From an optimization exercise on the open Yosys and OpenROAD flow, aimed at small area and a short achievable clock period; shortcuts taken in it are not production practice.
In this exercise RTL edits were held to simulation tests only and were not proved equivalent to the original.
Power is estimated from default activity; no workload was simulated.

## flow/design.v (module list and top-level ports; edited modules follow where they fit)
// module fp32_lane: 260 lines
// module fp32_lane_add: 38 lines
// module fp32_lane_lzc52: 46 lines
// module fp32_lane_mulcs: 1028 lines
// module fp32_lane_fa: 4 lines
// module fp32_lane_han: 4 lines
// module fp32_lane_xnor2: 3 lines
// module fp32_lane_or2: 3 lines
module fp32_lane (
    input  wire        clk,
    input  wire        rst,
    input  wire        in_valid,
    input  wire [3:0]  in_op,
    input  wire [31:0] in_a,
    input  wire [31:0] in_b,
    input  wire [31:0] in_c,
    output reg         out_valid,
    output reg  [31:0] out_result,
    output reg  [2:0]  out_flags      
);
  // ...
==> flow/flow/run.sh <==
#!/bin/bash
# Layout flow: the standard layout (standard.sh), with every input and
# output port buffered by a plain buf_2 instead of the default port buffer.
set -euo pipefail
echo 'export BUFFER_PORTS_ARGS = -inputs -outputs -buffer_cell sky130_fd_sc_hd__buf_2' >> config.mk
bash standard.sh finish > standard.log 2>&1
==> flow/standard.sh <==
#!/bin/bash
# synth_recipe.tcl (not shown) runs the flow's synth.tcl, then flattens the netlist and writes it again
# the make line also repeats each setting of config.mk as NAME=value (left out here)
make -C /OpenROAD-flow-scripts/flow DESIGN_CONFIG=/design/flow/config.mk WORK_HOME=/design/flow/orfs CLKGATE_MAP_FILE= SYNTH_SCRIPT=/design/flow/synth_recipe.tcl "${@:-finish}"
==> flow/config.mk <==
export PLATFORM = sky130hd
export DESIGN_NAME = fp32_lane
export DESIGN_NICKNAME = fp32_lane
export VERILOG_FILES = /design/flow/design.v
export SDC_FILE = /design/flow/constraint.sdc
export NUM_CORES = 4
export LEC_CHECK = 0
export CAP_MARGIN = 20
export CORE_MARGIN = 2
export CORE_UTILIZATION = 40
export SLEW_MARGIN = 20
export SYNTH_HIERARCHICAL = 1
export BUFFER_PORTS_ARGS = -inputs -outputs -buffer_cell sky130_fd_sc_hd__buf_2
==> flow/constraint.sdc <==
create_clock -name core_clock -period 24.0 [get_ports {clk}]
set_input_delay 4.8000 -clock core_clock [delete_from_list [all_inputs] [get_ports {clk}]]
set_output_delay 4.8000 -clock core_clock [all_outputs]
set_load 0.01 [all_outputs]
==> impl_metrics.tcl, run 1 <==
set metrics [dict create \
    grt_use_met2_pct 40.07 \
    dr_wl_met2_mm 65.49 \
    crit_type "flop to flop" \
    maxPowerGroup "combinational cells" \
    post-route-period-util_pct 26.21 \
    max_freq_mhz 159.0 \
    finalCoreUtilization_pct 42.73 \
    p_clk_uw 935 \
    met1_length_mm 59.05 \
    grt_pass1_vias 37370 \
    place_congestion 0.9660 \
    design_area_um2 47290 \
    track_usage_pct 24.90 \
    grt_start_max_net_pins 84 \
    top_register "r3_mag" \
    p_clk_share_pct 15.0 \
    cts_resized 0 \
    p_leak_uw 0.01825 \
    final_cell_mix "nand2_1 (810), fa_1 (488), dfxtp_1 (455)" \
    slew_violations 0 \
    finalPower_uw 6230 \
    setup-violations-final 0 \
    p_comb_uw 4030 \
    crit_chain "nor4_1, nand2_1, and2_1, ha_1, nor2b_1, o21ai_0, a21oi_1, o21ai_0, a311oi_1, or4b_2, a211oi_1, a211o_2, mux2i_1, nand3b_1, o221ai_1" \
    hold_buffers 0 \
    register_area_um2 9412 \
    max-cap-violations 0 \
    tns_ns 0 \
    ir_worst_vdd_mv 0.07419 \
    critical_path.startpoint_type "flop" \
    area_growth_pct 5.898 \
    antenna_found_initial 2 \
    cts_max_path_buffers 3 \
    status "timing/DRC/antenna clean" \
    wl_met3_mm 12.19 \
    sequentialPower_uw 1270 \
    clockRootBuffer "clkbuf_16" \
    min-delay-start "r2_le[1]" \
    clock_latency_ns 0.66 \
]
==> run 2, diff against run 1 <==
--- a/flow/config.mk
+++ b/flow/config.mk
@@ -10,3 +10,3 @@
 export CORE_UTILIZATION = 40
-export SLEW_MARGIN = 20
+export SLEW_MARGIN = 70
 export SYNTH_HIERARCHICAL = 1
==> impl_metrics.tcl, run 2 <==
set metrics [dict create \
    crit_required_ns 19.20 \
    postSynthCellCount 4840 \
    register_area_um2 9447 \
    ir_worst_vdd_mv 0.07670 \
    tightest_slew_ns 0.4794 \
    mostFrequentLayoutCell "nand2_1" \
    diodes 0 \
    via_count 36690 \
    track_usage_pct 24.98 \
    antenna_found_initial 0 \
    htreeDepth 2 \
    setup.worst_path.end "out_result[14]" \
    post-route-period-util_pct 24.48 \
    cts.reportedPaths.clkPinSlew_ns 0.06 \
    worstPathArrival_ns 1.07 \
    cts_setup_buffers 0 \
    wl_mm 145.7 \
    hold_path.class "flop to flop" \
    max_freq_mhz 170.2 \
    nNetsFinal 5565 \
    grt_pass1_wl_mm 223.4 \
    hold_buffers 0 \
    critPathBufInv 1 \
    clock_latency_ns 0.67 \
    hpwl_mm 105.1 \
    top_register "r3_mag" \
    reg2reg_slack_ns 18.31 \
    r2r-start "r3_lz[3]" \
    multi_input_area_um2 32930 \
    switching_share_pct 48.23 \
    skew_ns 0.04253 \
    placed_cells 6204 \
    min-delay-start "r2_le[3]" \
    rows 122 \
    coreArea_um2 110700 \
    slew_violations 0 \
    first_pass_iters 6 \
    cp-startpoint "out_result[14]" \
    yosysWarningCount 10 \
    fp.dieW_um 338.1 \
    cts_tree "yes" \
    io_pins 139 \
    p_leak_uw 0.01885 \
    final_cell_mix "nand2_1 (806), fa_1 (488), dfxtp_1 (443)" \
    p_clk_share_pct 13.7 \
    largest_reg_flops 52 \
    crit_slowest_cell "dfxtp_1" \
    setup-violations-final 0 \
    detail-route-antenna-nets 0 \
    rsz0062_at_grt "no" \
    critPathTopFamily "flip-flops" \
    fin_crit_ns 5.875 \
    clockRootBuffer "clkbuf_16" \
    critPathMaxFanout 1 \
    cts_resized 0 \
    die_y_um 338.1 \
    place_congestion 0.9660 \
    stdcell_count 6312 \
    grt_start_max_net_pins 57 \
    path_depth 1 \
    cts.sinks 469 \
    syn_avg_cell_area_um2 9.227 \
    tns_ns 0 \
    intPower_uw 3301 \
    timing.rr.end "out_result[10]" \
    vias_per_cell 5.813 \
    power_per_cell_area_nw_per_um2 130.6 \
    start_util_pct 40.35 \
    crit_type "flop to output port" \
    seqPwrFrac_pct 19.9 \
    slew_headroom_pct 67.12 \
    max-cap-violations 0 \
    crit_chain "buf_2" \
    drt_iter0_markers 3122 \
    p_sw_uw 3076 \
    cts_max_path_buffers 3 \
    layout-drive-gt1-share_pct 13.87 \
    finalHoldViolations 0 \
    drcViolationCount 0 \
    reg2regPathDepth 16 \
    grt_pass1_vias 37500 \
    num-fill-cells 10730 \
    critical_path.startpoint_type "flop" \
    wire_per_inst_um 23.08 \
    grt-ovfl-total 0 \
    area_growth_pct 9.319 \
    netlist_area_um2 44660 \
    worstSetupEndpointType "output port" \
    largestRegisters "r3_mag (52), r2_s (51)" \
    status "timing/DRC/antenna clean" \
    die_area_um2 114300 \
    comb_power_share_pct 66.4 \
    port_buffers 138 \
    holdWs_ns 0.3259 \
    critPathMaxStageDelay_ns 0.32 \
    cts_buffers 55 \
]
## run 2: final cells by class
| class | instances | share of cell area [%] |
|---|---|---|
| tap | 1488 | 3.814 |
| sequential | 469 | 19.35 |
| timing repair buffer | 248 | 4.129 |
| clock buffer | 66 | 3.073 |
| clock inverter | 37 | 0.8073 |
| inverter | 176 | 1.369 |
| multi-input combinational | 3828 | 67.46 |
## run 2: stage by stage
stage	instance area, um^2	power (uW)	worst slack (ns)	utilization, %
after floorplan	44710	4649	18.26	-
after global placement	45260	5166	17.85	40.89
after detailed placement	46550	5354	17.79	42.06
after CTS	48440	6252	18.06	43.77
after global routing	48820	6851	18.06	44.11
final	48820	6377	18.13	44.11
## run 2: how the worst min path moves through the flow
stage | cells past startpoint | end
3_3_place_gp | 0 | r2_inv
2_1_floorplan | 0 | r2_inv
6_report | 0 | r3_le[3]
4_1_cts | 0 | r3_le[3]
5_1_grt | 0 | r3_ov
3_5_place_dp | 0 | r3_inv
## run 2: layer usage
metal / global-route usage (%) / vias to the layer above / wire (um)
met1: 31.77 / 18010 / 58920
met2: 40.07 / 1776 / 65660
met4: 13.56 / 0 / 8851
met5: 0 / - / 0
li1: - / 16440 / -
met3: 4.751 / 474 / 12290
## run 2: power by group through the flow
stage | logic, uW | clock network, uW | registers [uW]
2_1_floorplan | 3500 | 0 | 1150
3_3_place_gp | 3890 | 0 | 1270
3_5_place_dp | 4080 | 0 | 1270
4_1_cts | 4100 | 896 | 1260
5_1_grt | 4650 | 928 | 1270
6_report | 4230 | 874 | 1270
==> run 3, diff against run 2 <==
==> flow/run.sh (new file) <==
#!/bin/bash
# synth_recipe.tcl (not shown) runs the flow's synth.tcl, then flattens the netlist and writes it again
# the make line also repeats each setting of config.mk as NAME=value (left out here)
make -C /OpenROAD-flow-scripts/flow DESIGN_CONFIG=/design/flow/config.mk WORK_HOME=/design/flow/orfs CLKGATE_MAP_FILE= SYNTH_SCRIPT=/design/flow/synth_recipe.tcl finish
--- a/flow/config.mk
+++ b/flow/config.mk
@@ -10,4 +10,3 @@
 export CORE_UTILIZATION = 40
-export SLEW_MARGIN = 70
+export SLEW_MARGIN = 20
 export SYNTH_HIERARCHICAL = 1
-export BUFFER_PORTS_ARGS = -inputs -outputs -buffer_cell sky130_fd_sc_hd__buf_2
removed: flow/flow/run.sh
removed: flow/standard.sh
==> impl_metrics.tcl, run 3 <==
set metrics [dict create \
    status "timing/DRC/antenna clean" \
    vias_per_cell 5.771 \
    via_count 36220 \
    critical_path.startpoint_type "flop" \
    worstPathArrival_ns 1.51 \
    dpl_worst_slack_ns 17.57 \
    hpwl_mm 103.1 \
    drt_iter0_markers 3310 \
    htreeDepth 2 \
    first_pass_iters 8 \
    crit_slowest_cell "clkdlybuf4s50_1" \
    post-route-period-util_pct 26.29 \
    die_y_um 338.1 \
    cts_buffers 56 \
    clockRootBuffer "clkbuf_16" \
    cts_tree "yes" \
    area_growth_pct 7.360 \
    largest_reg_flops 52 \
    coreArea_um2 110700 \
    io_pins 139 \
    syn_avg_cell_area_um2 9.227 \
    finalHoldViolations 0 \
    diodes 0 \
    ir_worst_vdd_mv 0.07401 \
    grt-ovfl-total 0 \
    final_cell_mix "nand2_1 (810), fa_1 (488), dfxtp_1 (452)" \
    rsz0062_at_grt "no" \
    critPathMaxFanout 1 \
    cts.sinks 469 \
    detail-route-antenna-nets 0 \
    max_freq_mhz 158.5 \
    slew_violations 0 \
    crit_chain "clkdlybuf4s50_1" \
    worstSetupEndpointType "output port" \
    max-cap-violations 0 \
    p_leak_uw 0.01822 \
    rows 122 \
    cts_max_path_buffers 3 \
    start_util_pct 40.35 \
    critPathMaxStageDelay_ns 0.53 \
    wire_per_inst_um 22.90 \
    crit_type "flop to output port" \
    mostFrequentLayoutCell "nand2_1" \
    critPathTopFamily "buffers and inverters" \
    tns_ns 0 \
    skew_ns 0.03247 \
    hold_path.class "flop to flop" \
    slew_headroom_pct 25.38 \
    critPathBufInv 1 \
    fin_ws_ns 17.69 \
    place_congestion 0.9644 \
    layout-drive-gt1-share_pct 7.789 \
    grt_start_max_net_pins 75 \
    hold_buffers 0 \
    largestRegisters "r3_mag (52), r2_s (51)" \
    port_buffers 138 \
    antenna_found_initial 0 \
    postSynthCellCount 4840 \
    tightest_slew_ns 1.111 \
    power_per_cell_area_nw_per_um2 130.1 \
    crit_required_ns 19.20 \
    grt_pass1_vias 36570 \
    grt_pass1_wl_mm 219.9 \
    setup-violations-final 0 \
    wl_mm 143.7 \
    clock_latency_ns 0.67 \
    die_area_um2 114300 \
    track_usage_pct 24.58 \
    cts_setup_buffers 0 \
    nNetsFinal 5530 \
    cts.reportedPaths.clkPinSlew_ns 0.06 \
    yosysWarningCount 10 \
    netlist_area_um2 44660 \
    top_register "r3_mag" \
    num-fill-cells 10810 \
    fin_crit_ns 6.309 \
    drcViolationCount 0 \
    fp.dieW_um 338.1 \
    cts_resized 0 \
]
## run 3: area by class of cell
cell class	count	area, um^2	area share [%]
tap	1488	1862	3.883
inverter	176	660.6	1.378
multi-input combinational	3828	32090	66.94
clock buffer	74	1580	3.296
sequential	469	9415	19.64
clock inverter	30	396.6	0.8273
timing repair buffer	212	1937	4.040
## run 3: path summary, 6_finish.rpt
check / start / end / slack [ns] / cells past startpoint
hold reg to reg: r2_le[4] / r3_le[4] / 0.33 / 0
setup / recovery: out_result[21] / out_result[21] / 17.69 / 1
hold / removal: r2_le[4] / r3_le[4] / 0.33 / 0
setup reg to reg: r0_x[27] / r1_zm[13] / 17.71 / 16
## run 3: metrics by stage
stage / power (uW) / util (%) / instance area [um^2] / instances / hold WS, ns
2_1_floorplan: 4649 / - / 44710 / 4853 / 0.3096
3_3_place_gp: 5202 / 41.53 / 45960 / 6172 / 0.3105
3_5_place_dp: 5255 / 41.53 / 45960 / 6172 / 0.3121
4_1_cts: 6194 / 43.31 / 47940 / 6276 / 0.3243
5_1_grt: 6714 / 43.32 / 47940 / 6277 / 0.3298
6_report: 6240 / 43.32 / 47940 / 6277 / 0.3259
## run 3: where the power goes
| group | internal [uW] | total (uW) | switching (uW) |
|---|---|---|---|
| clock network | 544 | 916 | 372 |
| logic | 1680 | 4060 | 2390 |
| registers | 1030 | 1260 | 230 |
| total | 3250 | 6240 | 2990 |
## run 3: routing by layer
layer | vias to the layer above | track usage [%] | routed length (um)
met1 | 17810 | 30.75 | 58580
met4 | 0 | 11.52 | 7142
met3 | 386 | 5.632 | 12110
li1 | 16350 | - | -
met5 | - | 0 | 0
met2 | 1681 | 40.14 | 65910
==> module fp32_lane, before the edit <==
module fp32_lane (
    input  wire        clk,
    input  wire        rst,
    input  wire        in_valid,
    input  wire [3:0]  in_op,
    input  wire [31:0] in_a,
    input  wire [31:0] in_b,
    input  wire [31:0] in_c,
    output reg         out_valid,
    output reg  [31:0] out_result,
    output reg  [2:0]  out_flags      
);
    localparam [3:0] OP_COPY  = 4'd0,
                     OP_ADD   = 4'd1,
                     OP_SUB   = 4'd2,
                     OP_MUL   = 4'd3,
                     OP_FMA   = 4'd4,
                     OP_FMS   = 4'd5,
                     OP_NEG   = 4'd6,
                     OP_ABS   = 4'd7,
                     OP_MIN   = 4'd8,
                     OP_MAX   = 4'd9,
                     OP_CMPEQ = 4'd10,
                     OP_CMPLT = 4'd11,
                     OP_CMPLE = 4'd12;
    localparam [31:0] QNAN = 32'h7FC0_0000;
    localparam [31:0] ONE  = 32'h3F80_0000;
    wire i_add = (in_op == OP_ADD);
    wire i_sub = (in_op == OP_SUB);
    wire i_mul = (in_op == OP_MUL);
    wire i_fms = (in_op == OP_FMS);
    wire [31:0] x_in = {in_a[31] ^ i_fms, in_a[30:0]};
    wire [31:0] y_in = (i_add | i_sub) ? ONE : in_b;
    wire [31:0] z_in = i_add ? in_b :
                       i_sub ? {~in_b[31], in_b[30:0]} :
                       i_mul ? {in_a[31] ^ in_b[31], 31'd0} : in_c;
    reg        r0_v;
    reg [3:0]  r0_op;
    reg [31:0] r0_x, r0_y, r0_z;
    always @(posedge clk) begin
        if (rst) r0_v <= 1'b0;
        else     r0_v <= in_valid;
        r0_op <= in_op;
        r0_x  <= x_in;
        r0_y  <= y_in;
        r0_z  <= z_in;
    end
    wire [31:0] x = r0_x, y = r0_y, z = r0_z;
    wire        xs = x[31], ys = y[31], zs = z[31];
    wire [7:0]  xe = x[30:23], ye = y[30:23], ze = z[30:23];
    wire        x_zero = (xe == 8'd0);
    wire        y_zero = (ye == 8'd0);
    wire        z_zero = (ze == 8'd0);
    wire        x_fz   = (x[22:0] == 23'd0);
    wire        y_fz   = (y[22:0] == 23'd0);
    wire        z_fz   = (z[22:0] == 23'd0);
    wire        x_max  = (xe == 8'hFF);
    wire        y_max  = (ye == 8'hFF);
    wire        z_max  = (ze == 8'hFF);
    wire        x_inf  = x_max & x_fz;
    wire        y_inf  = y_max & y_fz;
    wire        z_inf  = z_max & z_fz;
    wire        x_nan  = x_max & ~x_fz;
    wire        y_nan  = y_max & ~y_fz;
    wire        z_nan  = z_max & ~z_fz;
    wire        ps     = xs ^ ys;
    wire        p_zero = x_zero | y_zero;
    wire [47:0] cs_s, cs_c;      
    fp32_lane_mulcs u_mul (.af(x[22:0]), .bf(y[22:0]), .sn(cs_s), .cn(cs_c));
    wire signed [9:0] pe    = $signed({2'b00, xe}) + $signed({2'b00, ye}) - 10'sd253;
    wire signed [9:0] ce    = $signed({2'b00, ze}) - 10'sd127;
    wire signed [9:0] ediff = $signed({2'b00, xe}) + $signed({2'b00, ye}) - $signed({2'b00, ze}) - 10'sd126;
    wire        p_big = z_zero | (~p_zero & ~ediff[9]);
    wire [9:0]  dabs  = p_big ? ediff : -ediff;
    wire [5:0]  sh    = (dabs[9:6] != 4'd0) ? 6'd63 : dabs[5:0];
    wire [9:0]  le    = p_big ? pe : ce;
    wire is_ar = (r0_op == OP_ADD) | (r0_op == OP_SUB) | (r0_op == OP_MUL) |
                 (r0_op == OP_FMA) | (r0_op == OP_FMS);
    wire sp_inv  = (x_zero & y_inf) | (x_inf & y_zero) |
                   (~(x_nan | y_nan | z_nan) & (x_inf | y_inf) & z_inf & (zs != ps));
    wire sp_nan  = sp_inv | x_nan | y_nan | z_nan;
    wire sp_inf  = ~sp_nan & (x_inf | y_inf | z_inf);
    wire sp_zero = ~sp_nan & ~(x_inf | y_inf | z_inf) & p_zero & z_zero;
    wire sp      = sp_nan | sp_inf | sp_zero;
    wire sp_sgn  = sp_inf ? ((x_inf | y_inf) ? ps : zs) : (ps & zs);
    wire        a_zero = x_zero, b_zero = y_zero;
    wire        a_nan  = x_nan,  b_nan  = y_nan;
    wire [31:0] a_fl = a_zero ? {x[31], 31'd0} : x;
    wire [31:0] b_fl = b_zero ? {y[31], 31'd0} : y;
    wire both_zero = a_zero & b_zero;
    wire mag_lt    = (a_fl[30:0] < b_fl[30:0]);
    wire mag_eq    = (a_fl[30:0] == b_fl[30:0]);
    wire f_eq      = both_zero | (mag_eq & (a_fl[31] == b_fl[31]));
    wire f_lt      = ~both_zero &
                     ((a_fl[31] & ~b_fl[31]) |
                      (~a_fl[31] & ~b_fl[31] & mag_lt) |
                      (a_fl[31] & b_fl[31] & ~mag_lt & ~mag_eq));
    wire any_nan   = a_nan | b_nan;
    wire op_copy = (r0_op == OP_COPY);
    wire op_neg  = (r0_op == OP_NEG);
    wire op_abs  = (r0_op == OP_ABS);
    wire op_min  = (r0_op == OP_MIN);
    wire op_mm   = (r0_op == OP_MIN) | (r0_op == OP_MAX);
    wire op_eq   = (r0_op == OP_CMPEQ);
    wire op_lt   = (r0_op == OP_CMPLT);
    wire op_le   = (r0_op == OP_CMPLE);
    wire op_cmp  = op_eq | op_lt | op_le;
    wire a_first = f_eq ? a_fl[31] : f_lt;
    wire pick_b  = op_mm & (a_nan | (~b_nan & (a_first ^ op_min)));
    wire [31:0] src  = pick_b ? y : x;
    wire        srcz = pick_b ? b_zero : a_zero;
    wire [30:0] smag = src[30:0] & {31{~(srcz & ~op_copy)}};
    wire        ssgn = (src[31] ^ op_neg) & ~op_abs;
    wire cmp_t = ~any_nan & ((op_eq & f_eq) | (op_lt & f_lt) | (op_le & (f_lt | f_eq)));
    wire f_qnan = (is_ar & sp & ~sp_inf & ~sp_zero) |
                  ((op_neg | op_abs) & a_nan) | (op_mm & a_nan & b_nan);
    wire f_ones = op_cmp & cmp_t;
    wire f_inf  = is_ar & sp_inf;
    wire f_zero = (is_ar & sp_zero) | (op_cmp & ~cmp_t) |
                  ~(is_ar | op_copy | op_neg | op_abs | op_mm | op_cmp);
    wire f_sgn  = is_ar ? sp_sgn : 1'b0;
    reg [31:0] ov_res;
    always @(*) begin
        if (f_qnan)      ov_res = QNAN;
        else if (f_ones) ov_res = 32'hFFFF_FFFF;
        else if (f_inf)  ov_res = {f_sgn, 8'hFF, 23'd0};
        else if (f_zero) ov_res = {f_sgn, 31'd0};
        else             ov_res = {ssgn, smag};
    end
    wire        ov = ~is_ar | sp;
    wire [23:0] zm = ov ? ov_res[23:0] : {~z_zero, z[22:0] & {23{~z_zero}}};
    reg        r1_v, r1_ov, r1_inv;
    reg [47:0] r1_s, r1_c;
    reg [23:0] r1_zm;
    reg        r1_pbig, r1_pz, r1_sub, r1_ps, r1_zs;
    reg [5:0]  r1_sh;
    reg [9:0]  r1_le;
    always @(posedge clk) begin
        if (rst) r1_v <= 1'b0;
        else     r1_v <= r0_v;
        r1_ov   <= ov;
        r1_inv  <= is_ar & sp_inv;
        r1_s    <= cs_s;
        r1_c    <= cs_c;
        r1_zm   <= zm;
        r1_pbig <= p_big & ~ov;
        r1_pz   <= p_zero | ov;
        r1_sub  <= (ps ^ zs) & ~ov;
        r1_ps   <= ps;
        r1_zs   <= zs;
        r1_sh   <= sh;
        r1_le   <= ov ? {2'b00, ov_res[31:24]} : le;
    end
    wire [47:0] pm;
    wire [47:0] pmn;
    fp32_lane_add #(.N(48), .L(6)) u_padd (.a(r1_s), .b(r1_c), .cin(1'b1), .eac(1'b0), .s(pmn), .co());
    wire [47:0] pmz = ~pmn & {48{~r1_pz}};
    wire [47:0] cm2 = {r1_zm, 24'd0};
    wire [47:0] lm  = r1_pbig ? pmz : {r1_zm, 16'd0, r1_le[7:0] & {8{r1_ov}}};
    wire [47:0] sm  = r1_pbig ? cm2 : pmz;
    wire [50:0] s_fr = {sm, 3'b000};
    wire [50:0] s_sh = s_fr >> r1_sh;
    reg  [50:0] lmask;
    integer k;
    always @(*) for (k = 0; k < 51; k = k + 1) lmask[k] = (r1_sh > k);
    wire        s_lost = |(s_fr & lmask);
    reg        r2_v, r2_ov, r2_inv;
    reg [47:0] r2_l;
    reg [50:0] r2_s;
    reg [9:0]  r2_le;
    reg        r2_sub, r2_ls, r2_ss;
    always @(posedge clk) begin
        if (rst) r2_v <= 1'b0;
        else     r2_v <= r1_v;
        r2_ov  <= r1_ov;
        r2_inv <= r1_inv;
        r2_l   <= lm;
        r2_s   <= {s_sh[50:1], s_sh[0] | s_lost} ^ {51{r1_sub}};
        r2_le  <= r1_le;
        r2_sub <= r1_sub;
        r2_ls  <= r1_pbig ? r1_ps : r1_zs;
        r2_ss  <= r1_pbig ? r1_zs : r1_ps;
    end
    wire [50:0] l_al = {r2_l, 3'b000};
    wire [50:0] dsum;
    wire        dco;
    fp32_lane_add #(.N(51), .L(6)) u_sadd (.a(l_al), .b(r2_s), .cin(1'b0),
                                    .eac(r2_sub), .s(dsum), .co(dco));
    wire        neg = r2_sub & ~dco;
    wire [51:0] mag = {~r2_sub & dco, dsum ^ {51{neg}}};
    wire [5:0]  lz;
    wire        mzero;
    fp32_lane_lzc52 u_lzc (.d(mag), .lz(lz), .zero(mzero));
    reg        r3_v, r3_ov, r3_inv;
    reg [51:0] r3_mag;
    reg [5:0]  r3_lz;
    reg        r3_zero, r3_sign;
    reg [9:0]  r3_le;
    always @(posedge clk) begin
        if (rst) r3_v <= 1'b0;
        else     r3_v <= r2_v;
        r3_ov   <= r2_ov;
        r3_inv  <= r2_inv;
        r3_mag  <= mag;
        r3_lz   <= lz;
        r3_zero <= mzero;
        r3_sign <= neg ? r2_ss : r2_ls;
        r3_le   <= r2_le;
    end
    wire [51:0]  n5 = r3_lz[5] ? {r3_mag[19:0], 32'd0} : r3_mag;
    wire [51:12] n4 = r3_lz[4] ? {n5[35:0], 4'd0} : n5[51:12];
    wire [51:20] n3 = r3_lz[3] ? n4[43:12] : n4[51:20];
    wire [51:24] n2 = r3_lz[2] ? n3[47:20] : n3[51:24];
    wire [51:26] n1 = r3_lz[1] ? n2[49:24] : n2[51:26];
    wire [51:27] n0 = r3_lz[0] ? n1[50:26] : n1[51:27];
    wire [23:0]  keep = n0[51:28];
    wire         rb   = n0[27];
    reg  [51:0] smask;
    integer q;
    always @(*) for (q = 0; q < 52; q = q + 1) smask[q] = ({4'd0, r3_lz} + q < 27);
    wire        st   = |(r3_mag & smask);
    wire [9:0]  ne   = r3_le + 10'd1 - {4'd0, r3_lz};
    wire        inc = rb & (st | keep[0]);
    wire [24:0] rm  = {1'b0, keep} + {24'd0, inc};
    wire        rc  = rm[24];
    wire        ovf0 = ~ne[9] & (ne[8:0] > 9'd127);      
    wire        ovf1 = ~ne[9] & (ne[8:0] > 9'd126);      
    wire        unf0 = ne[9] & (ne < 10'h382);           
    wire        unf1 = ne[9] & (ne < 10'h381);           
    wire        r_ovf = rc ? ovf1 : ovf0;
    wire        r_unf = rc ? unf1 : unf0;
    wire [7:0]  eb0  = ne[7:0] + 8'd127;
    wire [7:0]  eb1  = ne[7:0] + 8'd128;
    wire [7:0]  rexp = rc ? eb1 : eb0;
    reg [31:0] fres;
    reg [2:0]  fflg;
    always @(*) begin
        fflg = 3'b000;
        if (r3_ov) begin
            fres = {r3_mag[10:3], r3_mag[50:27]};
            fflg = {r3_inv, 2'b00};
        end else if (r3_zero) begin
            fres = 32'd0;
        end else if (r_ovf) begin
            fres = {r3_sign, 8'hFF, 23'd0};
            fflg = 3'b001;
        end else if (r_unf) begin
            fres = {r3_sign, 31'd0};
            fflg = 3'b010;
        end else begin
            fres = {r3_sign, rexp, rm[22:0]};
        end
    end
    always @(posedge clk) begin
        if (rst) out_valid <= 1'b0;
        else     out_valid <= r3_v;
        out_result <= fres;
        out_flags  <= fflg;
    end
endmodule
==> run 4, diff against run 3 <==
--- a/flow/design.v
+++ b/flow/design.v
@@ -87,12 +87,13 @@
     wire        a_nan  = x_nan,  b_nan  = y_nan;
-    wire [31:0] a_fl = a_zero ? {x[31], 31'd0} : x;
-    wire [31:0] b_fl = b_zero ? {y[31], 31'd0} : y;
-    wire both_zero = a_zero & b_zero;
-    wire mag_lt    = (a_fl[30:0] < b_fl[30:0]);
-    wire mag_eq    = (a_fl[30:0] == b_fl[30:0]);
-    wire f_eq      = both_zero | (mag_eq & (a_fl[31] == b_fl[31]));
+    wire        both_zero = a_zero & b_zero;
+    wire        raw_lt = (x[30:0] < y[30:0]);
+    wire        raw_eq = (x[30:0] == y[30:0]);
+    wire        mag_lt = a_zero ? ~b_zero : (~b_zero & raw_lt);
+    wire        mag_eq = both_zero | (~a_zero & ~b_zero & raw_eq);
+    wire        sa = x[31], sb = y[31];
+    wire f_eq      = both_zero | (mag_eq & (sa == sb));
     wire f_lt      = ~both_zero &
-                     ((a_fl[31] & ~b_fl[31]) |
-                      (~a_fl[31] & ~b_fl[31] & mag_lt) |
-                      (a_fl[31] & b_fl[31] & ~mag_lt & ~mag_eq));
+                     ((sa & ~sb) |
+                      (~sa & ~sb & mag_lt) |
+                      (sa & sb & ~mag_lt & ~mag_eq));
     wire any_nan   = a_nan | b_nan;
@@ -107,24 +108,18 @@
     wire op_cmp  = op_eq | op_lt | op_le;
-    wire a_first = f_eq ? a_fl[31] : f_lt;
-    wire pick_b  = op_mm & (a_nan | (~b_nan & (a_first ^ op_min)));
-    wire [31:0] src  = pick_b ? y : x;
-    wire        srcz = pick_b ? b_zero : a_zero;
-    wire [30:0] smag = src[30:0] & {31{~(srcz & ~op_copy)}};
-    wire        ssgn = (src[31] ^ op_neg) & ~op_abs;
-    wire cmp_t = ~any_nan & ((op_eq & f_eq) | (op_lt & f_lt) | (op_le & (f_lt | f_eq)));
-    wire f_qnan = (is_ar & sp & ~sp_inf & ~sp_zero) |
-                  ((op_neg | op_abs) & a_nan) | (op_mm & a_nan & b_nan);
-    wire f_ones = op_cmp & cmp_t;
+    wire cmp_t   = ~any_nan & ((op_eq & f_eq) | (op_lt & f_lt) | (op_le & (f_lt | f_eq)));
+    wire f_qnan = (is_ar & sp_nan) | ((op_neg | op_abs) & a_nan) | (op_mm & a_nan & b_nan);
     wire f_inf  = is_ar & sp_inf;
-    wire f_zero = (is_ar & sp_zero) | (op_cmp & ~cmp_t) |
-                  ~(is_ar | op_copy | op_neg | op_abs | op_mm | op_cmp);
+    wire f_zero = (is_ar & sp_zero) | ~(is_ar | op_copy | op_neg | op_abs | op_mm | op_cmp);
     wire f_sgn  = is_ar ? sp_sgn : 1'b0;
-    reg [31:0] ov_res;
+    reg [31:0] xv;
     always @(*) begin
-        if (f_qnan)      ov_res = QNAN;
-        else if (f_ones) ov_res = 32'hFFFF_FFFF;
-        else if (f_inf)  ov_res = {f_sgn, 8'hFF, 23'd0};
-        else if (f_zero) ov_res = {f_sgn, 31'd0};
-        else             ov_res = {ssgn, smag};
+        if (f_qnan)      xv = QNAN;
+        else if (f_inf)  xv = {f_sgn, 8'hFF, 23'd0};
+        else if (f_zero) xv = {f_sgn, 31'd0};
+        else             xv = {(x[31] ^ op_neg) & ~op_abs, x[30:0] & {31{~(a_zero & ~op_copy)}}};
     end
+    wire [31:0] yv = {y[31], y[30:0] & {31{~b_zero}}};
+    wire a_first = f_eq ? sa : f_lt;
+    wire pick_b  = op_mm & ~(a_nan & b_nan) & (a_nan | (~b_nan & (a_first ^ op_min)));
+    wire [31:0] ov_res = op_cmp ? {32{cmp_t}} : pick_b ? yv : xv;
     wire        ov = ~is_ar | sp;
==> flow/flow/run.sh (new file) <==
#!/bin/bash
# Layout flow: the standard layout (standard.sh), with every input and
# output port buffered by a plain buf_2 instead of the default port buffer.
set -euo pipefail
echo 'export BUFFER_PORTS_ARGS = -inputs -outputs -buffer_cell sky130_fd_sc_hd__buf_2' >> config.mk
bash standard.sh finish > standard.log 2>&1
==> flow/standard.sh (new file) <==
#!/bin/bash
# synth_recipe.tcl (not shown) runs the flow's synth.tcl, then flattens the netlist and writes it again
# the make line also repeats each setting of config.mk as NAME=value (left out here)
make -C /OpenROAD-flow-scripts/flow DESIGN_CONFIG=/design/flow/config.mk WORK_HOME=/design/flow/orfs CLKGATE_MAP_FILE= SYNTH_SCRIPT=/design/flow/synth_recipe.tcl "${@:-finish}"
--- a/flow/config.mk
+++ b/flow/config.mk
@@ -12 +12,2 @@
 export SYNTH_HIERARCHICAL = 1
+export BUFFER_PORTS_ARGS = -inputs -outputs -buffer_cell sky130_fd_sc_hd__buf_2
removed: flow/run.sh
==> impl_metrics.tcl, run 4 <==
set metrics [dict create \
    status "timing/DRC/antenna clean" \
    yosysWarningCount 10 \
    cts_setup_buffers 0 \
    grt_pass1_vias 36080 \
    syn_avg_cell_area_um2 9.197 \
    fp.dieW_um 337.5 \
    wire_per_inst_um 22.79 \
    finalHoldViolations 0 \
    crit_chain "buf_2" \
    detail-route-antenna-nets 0 \
    met3_usage_pct 3.895 \
    wl_mm 143.0 \
    layout-drive-gt1-share_pct 10.14 \
    fin_crit_ns 5.952 \
    largest_reg_flops 52 \
    largestRegisters "r3_mag (52), r2_s (51)" \
    mostFrequentLayoutCell "nand2_1" \
    crit_type "flop to output port" \
    critPathMaxFanout 1 \
    crit_slowest_cell "dfxtp_1" \
    critPathBufInv 1 \
    finalPower_uw 6168 \
    vias_per_cell 5.769 \
    max_freq_mhz 168.0 \
    drcViolationCount 0 \
    top_register "r3_mag" \
    critPathMaxStageDelay_ns 0.35 \
    nNetsFinal 5529 \
    globalRouteMet1Util_pct 32.14 \
    grt-ovfl-total 0 \
    tightest_slew_ns 1.045 \
    clock_latency_ns 0.66 \
    stdcell_count 6274 \
    netlist_area_um2 44500 \
    cts_tree "yes" \
    grt_pass1_wl_mm 218.8 \
    max-cap-violations 0 \
    cts_buffers 50 \
    place_congestion 0.9697 \
    critPathTopFamily "flip-flops" \
    hold_buffers 0 \
    busiest_layer "met2" \
    worstSetupEndpointType "output port" \
    die_y_um 337.5 \
    post-route-period-util_pct 24.80 \
    slew_headroom_pct 29.71 \
    final_cell_mix "nand2_1 (816), fa_1 (488), dfxtp_1 (448)" \
    antenna_found_initial 3 \
    critical_path.startpoint_type "flop" \
    rsz0062_at_grt "no" \
    via_count 36190 \
    p_leak_uw 0.01820 \
    crit_required_ns 19.20 \
    area_growth_pct 5.877 \
    setup-violations-final 0 \
    rows 122 \
    slew_violations 0 \
    grt_start_max_net_pins 81 \
    cts_max_path_buffers 3 \
    htreeDepth 2 \
    cts.sinks 469 \
    placed_cells 6178 \
    ir_worst_vdd_mv 0.07977 \
    skew_ns 0.06472 \
    track_usage_pct 24.98 \
    hold_path.class "flop to flop" \
    coreArea_um2 110500 \
    grt_use_met2_pct 41.14 \
    cts_resized 0 \
    drt_iter0_markers 3473 \
    die_area_um2 113900 \
    port_buffers 138 \
    io_pins 139 \
    start_util_pct 40.26 \
    postSynthCellCount 4838 \
    tns_ns 0 \
    worstPathArrival_ns 1.15 \
    clockRootBuffer "clkbuf_16" \
    cts.reportedPaths.clkPinSlew_ns 0.07 \
    hpwl_mm 103.9 \
    first_pass_iters 6 \
    power_per_cell_area_nw_per_um2 130.9 \
]
-- run 4: changes by cell type in the layout (fill, tap and decap cells not counted), sizes merged, moves of 11 or more --
cell and delta:
buf +138, clkdlybuf4s50 -138, o21ai -31, a32o +25, a22o -22, o221ai -22, nor2 +21, clkbuf -18
a21o +16, a221o +15, mux2 -12, a22oi -11, and2 -11
-- run 4: per-layer routing --
layer / part of all wire, % / vias up
met5: 0.014 / -
met2: 47 / 1630
met3: 7.4 / 428
met1: 41 / 17800
met4: 5.0 / 2
li1: - / 16330
-- run 4: final cells by class --
type,count,area [um^2]
inverters,182,683.2
multi-input cells,3828,31950
flip-flops and latches,469,9418
fillers,10840,63400
diodes,2,5.005
well taps,1488,1862
clock inverters,37,589.3
repair buffers,211,1259
clock buffers,57,1348
-- run 4: where the power goes --
part	leakage, uW	switching (uW)	internal [uW]
combinational	0.0133	2380	1630
clock	0.000943	360	532
sequential	0.00393	240	1030
total	0.0182	2980	3190
-- run 4: worst paths after layout --
| path | from | to | slack [ns] | cells past startpoint |
|---|---|---|---|---|
| hold reg to reg | r2_le[9] | r3_le[9] | 0.32 | 0 |
| setup / recovery | out_result[1] | out_result[1] | 18.05 | 1 |
| hold / removal | r2_le[9] | r3_le[9] | 0.32 | 0 |
| setup reg to reg | r3_lz[3] | out_result[3] | 18.05 | 16 |
-- run 4: per-stage QoR --
stage / instance area [um^2] / setup slack, ns / hold slack [ns] / util (%)
floorplan: 44550 / 18.26 / 0.3096 / -
global placement: 45140 / 17.78 / 0.3098 / 40.85
detailed placement: 45170 / 17.83 / 0.3121 / 40.87
CTS: 47110 / 18.01 / 0.3258 / 42.62
global route: 47110 / 17.68 / 0.3332 / 42.62
finish: 47110 / 18.05 / 0.3240 / 42.63
==> run 5, diff against run 4 <==
--- a/flow/design.v
+++ b/flow/design.v
@@ -212,6 +212,5 @@
     wire         rb   = n0[27];
-    reg  [51:0] smask;
-    integer q;
-    always @(*) for (q = 0; q < 52; q = q + 1) smask[q] = ({4'd0, r3_lz} + q < 27);
-    wire        st   = |(r3_mag & smask);
+    wire        st   = (~r3_lz[4] & (|n5[11:0])) | (~r3_lz[3] & (|n4[19:12])) |
+                       (~r3_lz[2] & (|n3[23:20])) | (~r3_lz[1] & (|n2[25:24])) |
+                       (~r3_lz[0] & n1[26]);
     wire [9:0]  ne   = r3_le + 10'd1 - {4'd0, r3_lz};
--- a/flow/config.mk
+++ b/flow/config.mk
@@ -9,3 +9,3 @@
 export CORE_MARGIN = 2
-export CORE_UTILIZATION = 40
+export CORE_UTILIZATION = 60
 export SLEW_MARGIN = 20
==> impl_metrics.tcl, run 5 <==
set metrics [dict create \
    status "timing/DRC/antenna clean" \
    grt_use_met2_pct 59.60 \
    critPathMaxFanout 26 \
    critPathTopFamily "simple AND/OR/NAND/NOR gates" \
    via_count 34520 \
    setup-violations-final 0 \
    clock_latency_ns 0.61 \
    slew_headroom_pct 23.73 \
    track_usage_pct 36.34 \
    max_freq_mhz 169.8 \
    cts.reportedPaths.clkPinSlew_ns 0.06 \
    cts_tree "yes" \
    first_pass_iters 6 \
    port_buffers 138 \
    top_register "r3_mag" \
    detail-route-antenna-nets 0 \
    yosysWarningCount 10 \
    clockRootBuffer "clkbuf_16" \
    critPathBufInv 1 \
    cts.sinks 469 \
    crit_slowest_cell "nand4_1" \
    nNetsFinal 5274 \
    post-route-period-util_pct 24.54 \
    fp.dieW_um 271.8 \
    cts_resized 0 \
    die_y_um 271.8 \
    fin_crit_ns 5.890 \
    netlist_area_um2 43040 \
    hpwl_mm 98.23 \
    finalHoldViolations 0 \
    start_util_pct 60.42 \
    ir_worst_vdd_mv 0.2363 \
    globalRouteMet1Util_pct 46.77 \
    htreeDepth 2 \
    placed_area_um2 43030 \
    worstSetupEndpointType "flop" \
    cp_common_cell "nand4_1" \
    final_cell_mix "nand2_1 (723), fa_1 (488), dfxtp_1 (451)" \
    largest_reg_flops 52 \
    area_growth_pct 4.270 \
    grt_start_max_net_pins 80 \
    design_area_um2 44880 \
    antenna_found_initial 3 \
    cts_buffers 52 \
    die_area_um2 73900 \
    place_congestion 0.9646 \
    rows 98 \
    syn_avg_cell_area_um2 9.411 \
    crit_type "flop to flop" \
    hold_path.class "flop to flop" \
    critical_path.startpoint_type "flop" \
    largestRegisters "r3_mag (52), r2_s (51)" \
    critPathMaxStageDelay_ns 1.00 \
    worstPathArrival_ns 6.32 \
    crit_required_ns 24.43 \
    p_leak_uw 0.01745 \
    mostFrequentLayoutCell "nand2_1" \
    coreArea_um2 71240 \
    tightest_slew_ns 1.141 \
    vias_per_cell 6.284 \
    wire_per_inst_um 24.55 \
    layout-drive-gt1-share_pct 10.79 \
    reg2reg_slack_ns 18.11 \
    rsz0062_at_grt "no" \
    met3_usage_pct 6.797 \
    power_per_cell_area_nw_per_um2 137.3 \
    num-fill-cells 6213 \
    max-cap-violations 0 \
    slew_violations 0 \
    grt-ovfl-total 0 \
    postSynthCellCount 4574 \
    drt_iter0_markers 3348 \
    wl_mm 134.9 \
    grt_pass1_vias 34600 \
    cts_setup_buffers 0 \
    hold_buffers 0 \
    grt_pass1_wl_mm 205.6 \
    busiest_layer "met2" \
    drcViolationCount 0 \
    io_pins 139 \
    cts_max_path_buffers 3 \
    crit_chain "inv_1, ha_1, nand4_1, nor4_1, nand4_1, o211a_1, a2111oi_0, o21ai_0, nand3_1, nand4_1, o221ai_1" \
    tns_ns 0 \
    skew_ns 0.02638 \
]
## run 5: metrics by stage
step                      std cells  util (%)  setup slack, ns  power, uW  hold WS (ns)
after floorplan                4595         -            18.26       4520        0.3096
after global placement         5399     60.40            17.56       5194        0.3099
after detailed placement       5399     60.40            17.58       5220        0.3121
after CTS                      5493     62.99            18.13       6094        0.3252
after global routing           5493     63.00            17.74       6596        0.3306
final                          5494     63.00            18.11       6162        0.3184
## run 5: worst paths after layout
kind         startpoint         to  cells after the start
min            r2_le[1]   r3_le[1]                      0
max            r0_y[15]  r1_zm[21]                     11
min reg2reg    r2_le[1]   r3_le[1]                      0
max reg2reg    r0_y[15]  r1_zm[21]                     11
## run 5: layout make-up
class                           instances  area [um^2]  area share, %
Multi-Input combinational cell       3563        30420          67.78
Sequential cell                       469         9412          20.97
Clock buffer                           67         1448          3.225
Timing Repair Buffer                  210         1231          2.743
Tap cell                              950         1189          2.648
Inverter                              207        777.0          1.731
Clock inverter                         27        402.9         0.8977
Antenna cell                            1        2.502       0.005576
## run 5: where the power goes
part           internal [uW]  switching [uW]
logic                   1650            2440
clock network            515             341
registers               1030             191
total                   3190            2970
## run 5: layer usage
| layer | part of all wire [%] | vias up |
|---|---|---|
| li1 | - | 15490 |
| met1 | 40 | 16760 |
| met2 | 46 | 1838 |
| met3 | 8.7 | 429 |
| met4 | 5.3 | 0 |
| met5 | 0 | - |
==> run 6, diff against run 5 <==
==> flow/flow/run.sh (replaced) <==
#!/bin/bash
# Layout flow: the standard layout (standard.sh) with two changes:
#  - every input and output port is buffered by a plain buf_2 instead of the
#    default port buffer;
#  - the timing repair after CTS and global routing aims for a setup slack of
#    18.15 ns at the design's 24 ns clock (paths of at most 5.85 ns); the SDC
#    and the clock period are the design's, unchanged;
#  - after global routing, gates off the critical paths are downsized
#    (RECOVER_POWER).
set -euo pipefail
cat >> config.mk <<'EOC'
export BUFFER_PORTS_ARGS = -inputs -outputs -buffer_cell sky130_fd_sc_hd__buf_2
export SETUP_SLACK_MARGIN = 18.15
export RECOVER_POWER = 100
EOC
bash standard.sh finish > standard.log 2>&1
--- a/flow/config.mk
+++ b/flow/config.mk
@@ -13 +13,3 @@
 export BUFFER_PORTS_ARGS = -inputs -outputs -buffer_cell sky130_fd_sc_hd__buf_2
+export SETUP_SLACK_MARGIN = 18.15
+export RECOVER_POWER = 100
==> impl_metrics.tcl, run 6 <==
set metrics [dict create \
    status "complete, but fails checks" \
    violatedChecks "max-capacitance violations, max-slew violations" \
    hold_depth 0 \
    detail-route-antenna-nets 0 \
    fp.dieW_um 271.8 \
    layout-drive-gt1-share_pct 9.397 \
    critical_path.startpoint_type "flop" \
    crit_type "flop to flop" \
    clock_latency_ns 0.61 \
    intPower_uw 3189 \
    port_buffers 138 \
    critPathMaxFanout 27 \
    num-fill-cells 6255 \
    cts_buffers 52 \
    setup-violations-final 0 \
    power_per_cell_area_nw_per_um2 137.7 \
    tightest_slew_ns 3.639 \
    die_area_um2 73900 \
    antenna_found_initial 3 \
    crit_slowest_cell "clkbuf_1" \
    start_util_pct 60.42 \
    p_leak_uw 0.01727 \
    wl_mm 135.2 \
    htreeDepth 2 \
    hold-path-endpoint "r3_le[1]" \
    die_y_um 271.8 \
    hold_path.class "flop to flop" \
    syn_avg_cell_area_um2 9.411 \
    skew_ns 0.02706 \
    cts_setup_buffers 0 \
    vias_per_cell 6.260 \
    slew_violations 380 \
    max_freq_mhz 118.8 \
    netlist_area_um2 43040 \
    yosysWarningCount 10 \
    largest_reg_flops 52 \
    drt_iter0_markers 3350 \
    via_count 34400 \
    r2r-start "r2_s[45]" \
    crit_required_ns 24.47 \
    track_usage_pct 36.33 \
    register_area_um2 9408 \
    fin_crit_ns 8.416 \
    area_growth_pct 3.950 \
    finalHoldViolations 0 \
    grt_pass1_wl_mm 205.6 \
    cts_tree "yes" \
    cts.sinks 469 \
    rsz0062_at_grt "yes" \
    cts_max_path_buffers 3 \
    mostFrequentLayoutCell "nand2_1" \
    worstSetupEndpointType "flop" \
    critPathMaxStageDelay_ns 1.33 \
    cts.reportedPaths.clkPinSlew_ns 0.06 \
    switching_share_pct 48.23 \
    grt_pass1_vias 34600 \
    seqPwrFrac_pct 19.9 \
    multi_input_area_um2 30310 \
    post-route-period-util_pct 35.07 \
    clockRootBuffer "clkbuf_16" \
    comb_power_share_pct 66.2 \
    slew_headroom_pct -142.6 \
    nNetsFinal 5275 \
    fin_ws_ns 15.58 \
    largestRegisters "r3_mag (52), r2_s (51)" \
    postSynthCellCount 4574 \
    reg2regPathDepth 17 \
    hold_buffers 0 \
    p_clk_share_pct 13.9 \
    grt_start_max_net_pins 80 \
    coreArea_um2 71240 \
    top_register "r3_mag" \
    wire_per_inst_um 24.61 \
    grt-ovfl-total 0 \
    hpwl_mm 98.23 \
    crit_chain "ha_1, and4_1, nor2b_1, nand4_1, o32ai_1, o31ai_1, o21ai_0, a21boi_0, o21bai_1, nand2b_1, clkbuf_1, xnor2_1, nor4_1, nand4_2, nor3_1, o31a_1, a32oi_1" \
    tns_ns 0 \
    drcViolationCount 0 \
    final_cell_mix "nand2_1 (725), fa_1 (488), dfxtp_1 (454)" \
    max-cap-violations 9 \
    worstPathArrival_ns 8.89 \
    min-delay-start "r2_le[1]" \
    ir_worst_vdd_mv 0.2362 \
    io_pins 139 \
    reg2reg_slack_ns 15.58 \
    timing.rr.end "r3_lz[0]" \
    place_congestion 0.9646 \
    rows 98 \
    dpl_worst_slack_ns 17.58 \
    first_pass_iters 6 \
    p_sw_uw 2971 \
]
run 6: how the worst max path moves through the flow:
stage	from	endpoint	slack, ns	cells past startpoint
3_5_place_dp	in_op[2]	r0_y[4]	17.58	4
2_1_floorplan	in_op[0]	r0_z[10]	18.26	5
4_1_cts	out_valid	out_valid	18.14	1
3_3_place_gp	in_op[2]	r0_y[8]	17.56	4
6_report	r2_s[45]	r3_lz[0]	15.58	17
5_1_grt	r2_l[43]	r3_lz[0]	14.74	17
run 6: stage by stage:
stage               total power [uW]  hold WS (ns)  instance area, um^2  cells  util, %
detailed placement              5220        0.3121                43030   5399    60.40
finish                          6160        0.3181                44740   5495    62.81
global route                    6587        0.3306                44740   5494    62.80
global placement                5194        0.3099                43030   5399    60.40
floorplan                       4520        0.3096                43120   4595        -
CTS                             6095        0.3252                44890   5493    63.01
run 6: timing repair:
item | 4_1_cts | 5_1_grt
gates resized for setup | 3 | 19
endpoints found under the setup margin | 10 | 51
gates cloned | 0 | 1
endpoints found under the hold margin | 0 | 0
pin swaps | 0 | 1
run 6: final cells by class:
cell class	count	share of cell area, %
clock buffer	67	3.235
clock inverter	27	0.9004
timing repair buffer	210	2.696
sequential	469	21.03
inverter	207	1.737
antenna	1	0.005593
tap	950	2.657
multi-input combinational	3564	67.74
run 6: critical path, delay by kind of cell, from the launching register on:
kind                     cells  cell delay, ns
AND/OR/NAND/NOR              7            3.35
AO/OA/AOI/OAI                7            2.56
buffers and inverters        1            1.33
XOR/XNOR                     1            0.37
adder cells (fa/ha/maj)      1            0.36
flip-flops                   1            0.31
run 6: power by group through the flow:
stage          registers, uW  logic, uW  clock network [uW]
4_1_cts                 1210       4010                 873
6_report                1220       4080                 857
2_1_floorplan           1140       3380                   0
3_3_place_gp            1220       3970                   0
5_1_grt                 1230       4450                 904
3_5_place_dp            1230       3990                   0
run 6: metal layers:
layer / GRT usage (%) / wire, um
met3: 6.797 / 11370
met2: 59.60 / 62430
met1: 46.76 / 54290
met4: 16.74 / 7120
met5: 0 / 0
==> run 7, diff against run 6 <==
--- a/flow/flow/run.sh
+++ b/flow/flow/run.sh
@@ -6,5 +6,3 @@
 #    18.15 ns at the design's 24 ns clock (paths of at most 5.85 ns); the SDC
-#    and the clock period are the design's, unchanged;
-#  - after global routing, gates off the critical paths are downsized
-#    (RECOVER_POWER).
+#    and the clock period are the design's, unchanged.
 set -euo pipefail
@@ -13,3 +11,2 @@
 export SETUP_SLACK_MARGIN = 18.15
-export RECOVER_POWER = 100
 EOC
--- a/flow/config.mk
+++ b/flow/config.mk
@@ -10,2 +10,4 @@
 export CORE_UTILIZATION = 60
+export CTS_CLUSTER_DIAMETER = 80
+export CTS_CLUSTER_SIZE = 20
 export SLEW_MARGIN = 20
@@ -14,2 +16 @@
 export SETUP_SLACK_MARGIN = 18.15
-export RECOVER_POWER = 100
==> impl_metrics.tcl, run 7 <==
set metrics [dict create \
    status "timing/DRC/antenna clean" \
    start_util_pct 60.42 \
    hold_buffers 0 \
    critPathMaxStageDelay_ns 0.32 \
    die_y_um 271.8 \
    seqPwrFrac_pct 20.4 \
    crit_slowest_cell "dfxtp_1" \
    slew_violations 0 \
    p_clk_share_pct 10.9 \
    port_buffers 138 \
    top_register "r3_mag" \
    cts_buffers 37 \
    cts_tree "yes" \
    switching_share_pct 49.57 \
    cts_max_path_buffers 3 \
    wl_mm 134.9 \
    fin_crit_ns 5.823 \
    tns_ns 0 \
    die_area_um2 73900 \
    p_leak_uw 0.01720 \
    largestRegisters "r3_mag (52), r2_s (51)" \
    crit_type "flop to output port" \
    ir_worst_vdd_mv 0.2254 \
    yosysWarningCount 10 \
    final_cell_mix "nand2_1 (723), fa_1 (488), dfxtp_1 (441)" \
    mostFrequentLayoutCell "nand2_1" \
    power_per_cell_area_nw_per_um2 134.7 \
    vias_per_cell 6.320 \
    finalPower_uw 5978 \
    hold_path.class "flop to flop" \
    wire_per_inst_um 24.70 \
    via_count 34500 \
    clockRootBuffer "clkbuf_16" \
    netlist_area_um2 43040 \
    io_pins 139 \
    post-route-period-util_pct 24.26 \
    drt_iter0_markers 3168 \
    max_freq_mhz 171.7 \
    coreArea_um2 71240 \
    rsz0062_at_grt "yes" \
    cts.sinks 469 \
    design_area_um2 44400 \
    area_growth_pct 3.142 \
    antenna_found_initial 4 \
    first_pass_iters 6 \
    critPathMaxFanout 1 \
    grt-ovfl-total 0 \
    syn_avg_cell_area_um2 9.411 \
    cts.reportedPaths.clkPinSlew_ns 0.08 \
    comb_power_share_pct 68.7 \
    holdWs_ns 0.3298 \
    crit_chain "buf_2" \
    place_congestion 0.9646 \
    track_usage_pct 36.32 \
    detail-route-antenna-nets 0 \
    max-cap-violations 0 \
    grt_pass1_vias 34430 \
    skew_ns 0.03534 \
    layout-drive-gt1-share_pct 10.51 \
    drcViolationCount 0 \
    hpwl_mm 98.23 \
    nNetsFinal 5260 \
    critPathBufInv 1 \
    largest_reg_flops 52 \
    fin_ws_ns 18.18 \
    postSynthCellCount 4574 \
    tightest_slew_ns 0.9931 \
    worstPathArrival_ns 1.02 \
    grt_start_max_net_pins 80 \
    setup-violations-final 0 \
    htreeDepth 2 \
    crit_required_ns 19.20 \
    dpl_worst_slack_ns 17.58 \
    intPower_uw 3015 \
    p_sw_uw 2963 \
    critical_path.startpoint_type "flop" \
    placed_area_um2 43030 \
    critPathTopFamily "flip-flops" \
    slew_headroom_pct 33.79 \
    worstSetupEndpointType "output port" \
    grt_pass1_wl_mm 205.3 \
    clock_latency_ns 0.60 \
    rows 98 \
    finalHoldViolations 0 \
    fp.dieW_um 271.8 \
]
-- run 7: cell types whose count changed in the layout (fill, tap and decap cells not counted), moves of 5 or more --
cell,previous run,this run
dfxtp_2,15,28
buf_2,97,128
and2_1,34,49
clkbuf_16,52,39
clkbuf_8,9,2
buf_4,63,72
and2_0,16,1
clkbuf_1,48,0
mux2_1,5,0
bufinv_16,8,1
mux2_2,50,55
clkinvlp_4,9,3
dfxtp_1,454,441
-- run 7: worst paths after layout --
check / from / endpoint / slack, ns / cells past startpoint
max: out_flags[0] / out_flags[0] / 18.18 / 1
min: r1_inv / r2_inv / 0.33 / 0
max reg2reg: r0_y[15] / r1_zm[21] / 18.37 / 13
min reg2reg: r1_inv / r2_inv / 0.33 / 0
-- run 7: power groups by stage --
stage          logic (uW)  registers [uW]  clock network (uW)
2_1_floorplan        3380            1140                   0
3_3_place_gp         3970            1220                   0
3_5_place_dp         3990            1230                   0
4_1_cts              4020            1210                 667
5_1_grt              4480            1230                 697
6_report             4100            1220                 652
-- run 7: timing repair --
action / CTS / global route
gates cloned: 0 / 1
pin swaps: 0 / 1
setup buffers: 0 / 0
endpoints found under the setup margin: 27 / 62
gates resized for setup: 5 / 23
-- run 7: stage by stage --
step,utilization (%),std cells
CTS,62.17,5457
detailed placement,60.40,5399
finish,62.32,5459
floorplan,-,4595
global route,62.32,5458
global placement,60.40,5399
-- run 7: metal layers --
layer  global-route usage [%]  vias up  routed length (um)
met2                    59.35     1838               62310
met4                    16.89        0                6989
li1                         -    15460                   -
met5                        0        -                   0
met1                    46.90    16800               53240
met3                    6.753      401               12310
-- run 7: final cells by class --
class | instances | area (um^2)
antenna | 1 | 2.502
clock inverter | 17 | 244.0
sequential | 469 | 9424
timing repair buffer | 210 | 1294
multi-input combinational | 3564 | 30460
tap | 950 | 1189
fill | 6239 | 26840
inverter | 207 | 777.0
clock buffer | 41 | 1003
==> run 8, diff against run 7 <==
--- a/flow/config.mk
+++ b/flow/config.mk
@@ -9,5 +9,3 @@
 export CORE_MARGIN = 2
-export CORE_UTILIZATION = 60
-export CTS_CLUSTER_DIAMETER = 80
-export CTS_CLUSTER_SIZE = 20
+export CORE_UTILIZATION = 70
 export SLEW_MARGIN = 20
==> impl_metrics.tcl, run 8 <==
set metrics [dict create \
    design_area_um2 44560 \
    via_count 35630 \
    register_area_um2 9420 \
    detail-route-antenna-nets 0 \
    power_per_cell_area_nw_per_um2 138.0 \
    cts_tree "yes" \
    grt_pass1_vias 34810 \
    htreeDepth 2 \
    worstPathArrival_ns 1.04 \
    grt-ovfl-total 0 \
    clock_latency_ns 0.61 \
    slew_headroom_pct 32.99 \
    post-route-period-util_pct 24.35 \
    first_pass_iters 17 \
    rows 90 \
    hold_path.class "flop to flop" \
    fin_crit_ns 5.843 \
    critPathMaxStageDelay_ns 0.31 \
    critical_path.startpoint_type "flop" \
    hpwl_mm 95.27 \
    cts.reportedPaths.clkPinSlew_ns 0.06 \
    io_pins 139 \
    nNetsFinal 5271 \
    tightest_slew_ns 1.004 \
    crit_slowest_cell "dfxtp_1" \
    cts_setup_buffers 0 \
    placed_area_um2 42810 \
    vias_per_cell 6.692 \
    cts.sinks 469 \
    largestRegisters "r3_mag (52), r2_s (51)" \
    crit_type "flop to output port" \
    placed_cells 5231 \
    postSynthCellCount 4574 \
    max_freq_mhz 171.1 \
    critPathBufInv 1 \
    ir_worst_vdd_mv 0.1275 \
    place_congestion 1.017 \
    die_area_um2 63490 \
    coreArea_um2 60580 \
    grt_pass1_wl_mm 200.6 \
    syn_avg_cell_area_um2 9.411 \
    port_buffers 138 \
    yosysWarningCount 10 \
    multi_input_area_um2 30430 \
    top_register "r3_mag" \
    finalHoldViolations 0 \
    drt_iter0_markers 4083 \
    antenna_found_initial 5 \
    fp.dieW_um 252.0 \
    slew_violations 0 \
    start_util_pct 71.05 \
    cts_max_path_buffers 3 \
    wire_per_inst_um 24.90 \
    fin_ws_ns 18.16 \
    max-cap-violations 0 \
    num-fill-cells 4556 \
    clockRootBuffer "clkbuf_16" \
    worstSetupEndpointType "output port" \
    final_cell_mix "nand2_1 (724), fa_1 (488), dfxtp_1 (444)" \
    rsz0062_at_grt "yes" \
    mostFrequentLayoutCell "nand2_1" \
    dpl_worst_slack_ns 17.68 \
    die_y_um 252.0 \
    skew_ns 0.04096 \
    area_growth_pct 3.511 \
    critPathTopFamily "flip-flops" \
    crit_chain "buf_2" \
    tns_ns 0 \
    track_usage_pct 41.29 \
    critPathMaxFanout 1 \
    crit_required_ns 19.20 \
    drcViolationCount 0 \
    p_leak_uw 0.01741 \
    cts_buffers 48 \
    setup-violations-final 0 \
    grt_start_max_net_pins 80 \
    layout-drive-gt1-share_pct 10.84 \
    wl_mm 132.6 \
    status "timing/DRC/antenna clean" \
    stdcell_count 5324 \
    netlist_area_um2 43040 \
    largest_reg_flops 52 \
]
-- run 8: cell types whose count changed in the layout (fill, tap and decap cells not counted), sizes merged --
| cell | change |
|---|---|
| clkbuf | +24 |
| clkinv | +7 |
| bufinv | +2 |
| diode | +2 |
| inv | -2 |
-- run 8: through the flow --
step,utilization [%],power [uW],hold WS [ns]
CTS,73.39,5987,0.3239
detailed placement,70.66,5203,0.3121
global route,73.53,6526,0.3273
floorplan,-,4520,0.3096
global placement,70.66,5133,0.3107
finish,73.54,6149,0.3257
-- run 8: report_power, final --
part	switching (uW)	internal [uW]	total, uW
clock network	326	443	769
logic	2490	1680	4160
registers	187	1030	1220
total	3000	3150	6150
-- run 8: what timing repair did --
action                                  CTS  global route
gates resized for setup                   5            20
endpoints found under the setup margin    5            23
hold buffers                              0             0
cloned                                    0             1
pin swaps                                 0             1
hold endpoints to repair                  0             0
-- run 8: final timing paths --
path                                 from         to  slack (ns)  depth (start not counted)
worst min register to register   r2_le[6]   r3_le[6]        0.33                          0
worst max-delay path            out_valid  out_valid       18.16                          1
worst min-delay path             r2_le[6]   r3_le[6]        0.33                          0
worst max register to register   r2_l[38]   r3_lz[0]       18.43                         17
-- run 8: cell type report --
type | instances | share of cell area [%]
antenna | 3 | 0.01685
clock inverter | 24 | 0.5644
sequential | 469 | 21.14
clock buffer | 65 | 3.111
tap | 782 | 2.196
timing repair buffer | 210 | 2.918
inverter | 207 | 1.744
multi-input combinational | 3564 | 68.31
-- run 8: per-layer routing --
metal | wire length [um] | GRT usage (%)
met1 | 48960 | 51.89
met2 | 58840 | 64.73
met3 | 15560 | 10.98
met4 | 9181 | 23.58
met5 | 56 | 0
==> run 9, diff against run 8 <==
--- a/flow/config.mk
+++ b/flow/config.mk
@@ -9,3 +9,3 @@
 export CORE_MARGIN = 2
-export CORE_UTILIZATION = 70
+export CORE_UTILIZATION = 60
 export SLEW_MARGIN = 20
==> impl_metrics.tcl, run 9 <==
set metrics [dict create \
    status "timing/DRC/antenna clean" \
    die_area_um2 73900 \
    cts_tree "yes" \
    port_buffers 138 \
    max-cap-violations 0 \
    intPower_uw 3201 \
    track_usage_pct 36.33 \
    syn_avg_cell_area_um2 9.411 \
    r2r-start "r0_y[15]" \
    place_congestion 0.9646 \
    hold-path-endpoint "r3_le[1]" \
    netlist_area_um2 43040 \
    clock_latency_ns 0.61 \
    start_util_pct 60.42 \
    placed_cells 5399 \
    rows 98 \
    post-route-period-util_pct 24.28 \
    crit_slowest_cell "dfxtp_2" \
    wire_per_inst_um 24.58 \
    worstSetupEndpointType "output port" \
    crit_required_ns 19.20 \
    crit_chain "buf_6" \
    largestRegisters "r3_mag (52), r2_s (51)" \
    drt_iter0_markers 3209 \
    critPathTopFamily "flip-flops" \
    cts.reportedPaths.clkPinSlew_ns 0.06 \
    grt_pass1_vias 34600 \
    stdcell_count 5495 \
    skew_ns 0.02391 \
    final_cell_mix "nand2_1 (723), fa_1 (488), dfxtp_1 (443)" \
    cts_max_path_buffers 3 \
    hold_path.class "flop to flop" \
    reg2reg_slack_ns 18.38 \
    slew_headroom_pct 34.51 \
    layout-drive-gt1-share_pct 11.05 \
    rsz0062_at_grt "yes" \
    seqPwrFrac_pct 19.8 \
    critPathMaxFanout 1 \
    crit_type "flop to output port" \
    coreArea_um2 71240 \
    critical_path.startpoint_type "flop" \
    via_count 34560 \
    critPathBufInv 1 \
    tightest_slew_ns 0.9824 \
    hpwl_mm 98.23 \
    cts_buffers 52 \
    largest_reg_flops 52 \
    grt-ovfl-total 0 \
    cts.sinks 469 \
    detail-route-antenna-nets 0 \
    timing.rr.end "r1_zm[21]" \
    ir_worst_vdd_mv 0.2223 \
    setup-violations-final 0 \
    fp.dieW_um 271.8 \
    finalHoldViolations 0 \
    power_per_cell_area_nw_per_um2 137.4 \
    postSynthCellCount 4574 \
    clockRootBuffer "clkbuf_16" \
    hold_buffers 0 \
    htreeDepth 2 \
    yosysWarningCount 10 \
    grt_start_max_net_pins 80 \
    area_growth_pct 4.505 \
    die_y_um 271.8 \
    max_freq_mhz 171.6 \
    drcViolationCount 0 \
    p_clk_share_pct 13.8 \
    comb_power_share_pct 66.4 \
    num-fill-cells 6207 \
    first_pass_iters 6 \
    reg2regPathDepth 13 \
    critPathMaxStageDelay_ns 0.31 \
    grt_pass1_wl_mm 205.6 \
    antenna_found_initial 3 \
    p_leak_uw 0.01747 \
    io_pins 139 \
    mostFrequentLayoutCell "nand2_1" \
    worstPathArrival_ns 1.03 \
    hold_depth 0 \
    p_sw_uw 2978 \
    fin_crit_ns 5.828 \
    top_register "r3_mag" \
    slew_violations 0 \
    tns_ns 0 \
    min-delay-start "r2_le[1]" \
    switching_share_pct 48.20 \
    vias_per_cell 6.290 \
    wl_mm 135.1 \
    nNetsFinal 5275 \
]
-- run 9: changes by cell type in the layout (fill, tap and decap cells not counted), sizes merged --
cell / change
bufinv: +5
clkbuf: +2
inv: -1
diode: -2
clkinvlp: +6
clkinv: -7
-- run 9: area by class of cell --
cell class / count / area (um^2) / area share [%]
multi-input combinational: 3564 / 30460 / 67.72
sequential: 469 / 9422 / 20.94
clock buffer: 67 / 1448 / 3.218
timing repair buffer: 210 / 1281 / 2.848
tap: 950 / 1189 / 2.642
inverter: 207 / 777.0 / 1.727
clock inverter: 27 / 402.9 / 0.8956
antenna: 1 / 2.502 / 0.005563
-- run 9: repair_timing --
action	in CTS	in global routing
endpoints found under the setup margin	10	51
setup buffers	0	0
resized for setup	3	19
cloned	0	1
pin swaps	0	1
-- run 9: per-layer routing --
metal  up-vias  wire length [um]  global-route usage (%)
met5         -                 0                       0
met4         0              6973                   16.74
met3       428             12010                   6.797
met2      1813             62680                   59.60
met1     16810             53410                   46.76
li1      15510                 -                       -
-- run 9: worst max path at each step --
stage                     startpoint         to  slack (ns)  cells after the start
final                      out_valid  out_valid       18.17                      1
after global routing        r0_y[15]  r1_zm[21]       18.14                     13
after CTS                  out_valid  out_valid       18.14                      1
after detailed placement    in_op[2]    r0_y[4]       17.58                      4
after global placement      in_op[2]    r0_y[8]       17.56                      4
after floorplan             in_op[0]   r0_z[10]       18.26                      5
-- run 9: worst reg2reg max path, delay by kind of cell (launching register included) --
family                     cells  cell delay [ns]
AOI/OAI and AO/OA              9             2.81
adders and majority gates      1             0.22
and+or+nand+nor                2             1.32
DFF                            1             0.94
buffers and inverters          1             0.16
-- run 9: metrics by stage --
step                setup slack [ns]  hold WS (ns)  cell area [um^2]  utilization [%]  total power [uW]
floorplan                      18.26        0.3096             43120                -              4520
global placement               17.56        0.3099             43030            60.40              5194
detailed placement             17.58        0.3121             43030            60.40              5220
CTS                            18.14        0.3252             44890            63.01              6095
global route                   18.14        0.3306             44980            63.14              6610
finish                         18.17        0.3180             44980            63.14              6179
-- run 9: power by group through the flow --
stage               Clock [uW]  Sequential (uW)  Combinational (uW)
global placement             0             1220                3970
detailed placement           0             1230                3990
finish                     856             1220                4100
CTS                        873             1210                4010
floorplan                    0             1140                3380
global route               904             1230                4480

static timing again, ports no longer ideal:
The flow's constraints put no driver on any port. The routed layouts listed below were extracted and timed again, unchanged, in two steps. Step 1, drivers: a clkbuf_16 drives clk and a buf_2 each remaining input, both assumed. Step 2 times the ports against the registers' clock, not the clock port: input delays grow and output delays shrink by t, the midpoint of the rising clock arrivals with the driver on. a / b / c = ideal / step 1 / step 2; a / b = the first two.
run	t, ns	setup slack, ns	hold slack, ns	slew at the worst register clock pin (ns)
run 1	0.717	17.710 / 17.710 / 17.710	0.324 / 0.324 / 0.324	0.07 / 0.07
run 2	0.716	18.125 / 18.054 / 17.740	0.326 / 0.326 / 0.326	0.07 / 0.07
run 3	0.725	17.691 / 17.620 / 17.585	0.326 / 0.326 / 0.326	0.07 / 0.07
run 4	0.686	18.048 / 17.986 / 17.858	0.324 / 0.324 / 0.324	0.07 / 0.07
run 5	0.671	18.110 / 18.092 / 17.921	0.318 / 0.318 / 0.318	0.07 / 0.07
run 6	0.671	15.584 / 15.584 / 15.584	0.318 / 0.318 / 0.318	0.07 / 0.07
run 7	0.647	18.177 / 18.108 / 17.954	0.330 / 0.330 / 0.330	0.08 / 0.08
run 8	0.648	18.156 / 18.097 / 17.652	0.326 / 0.326 / 0.326	0.07 / 0.07
run 9	0.669	18.172 / 18.100 / 17.947	0.318 / 0.318 / 0.318	0.07 / 0.07
The setup slack of run 8, which loses most, moves by -0.059 ns with the drivers and by -0.504 ns with both steps.
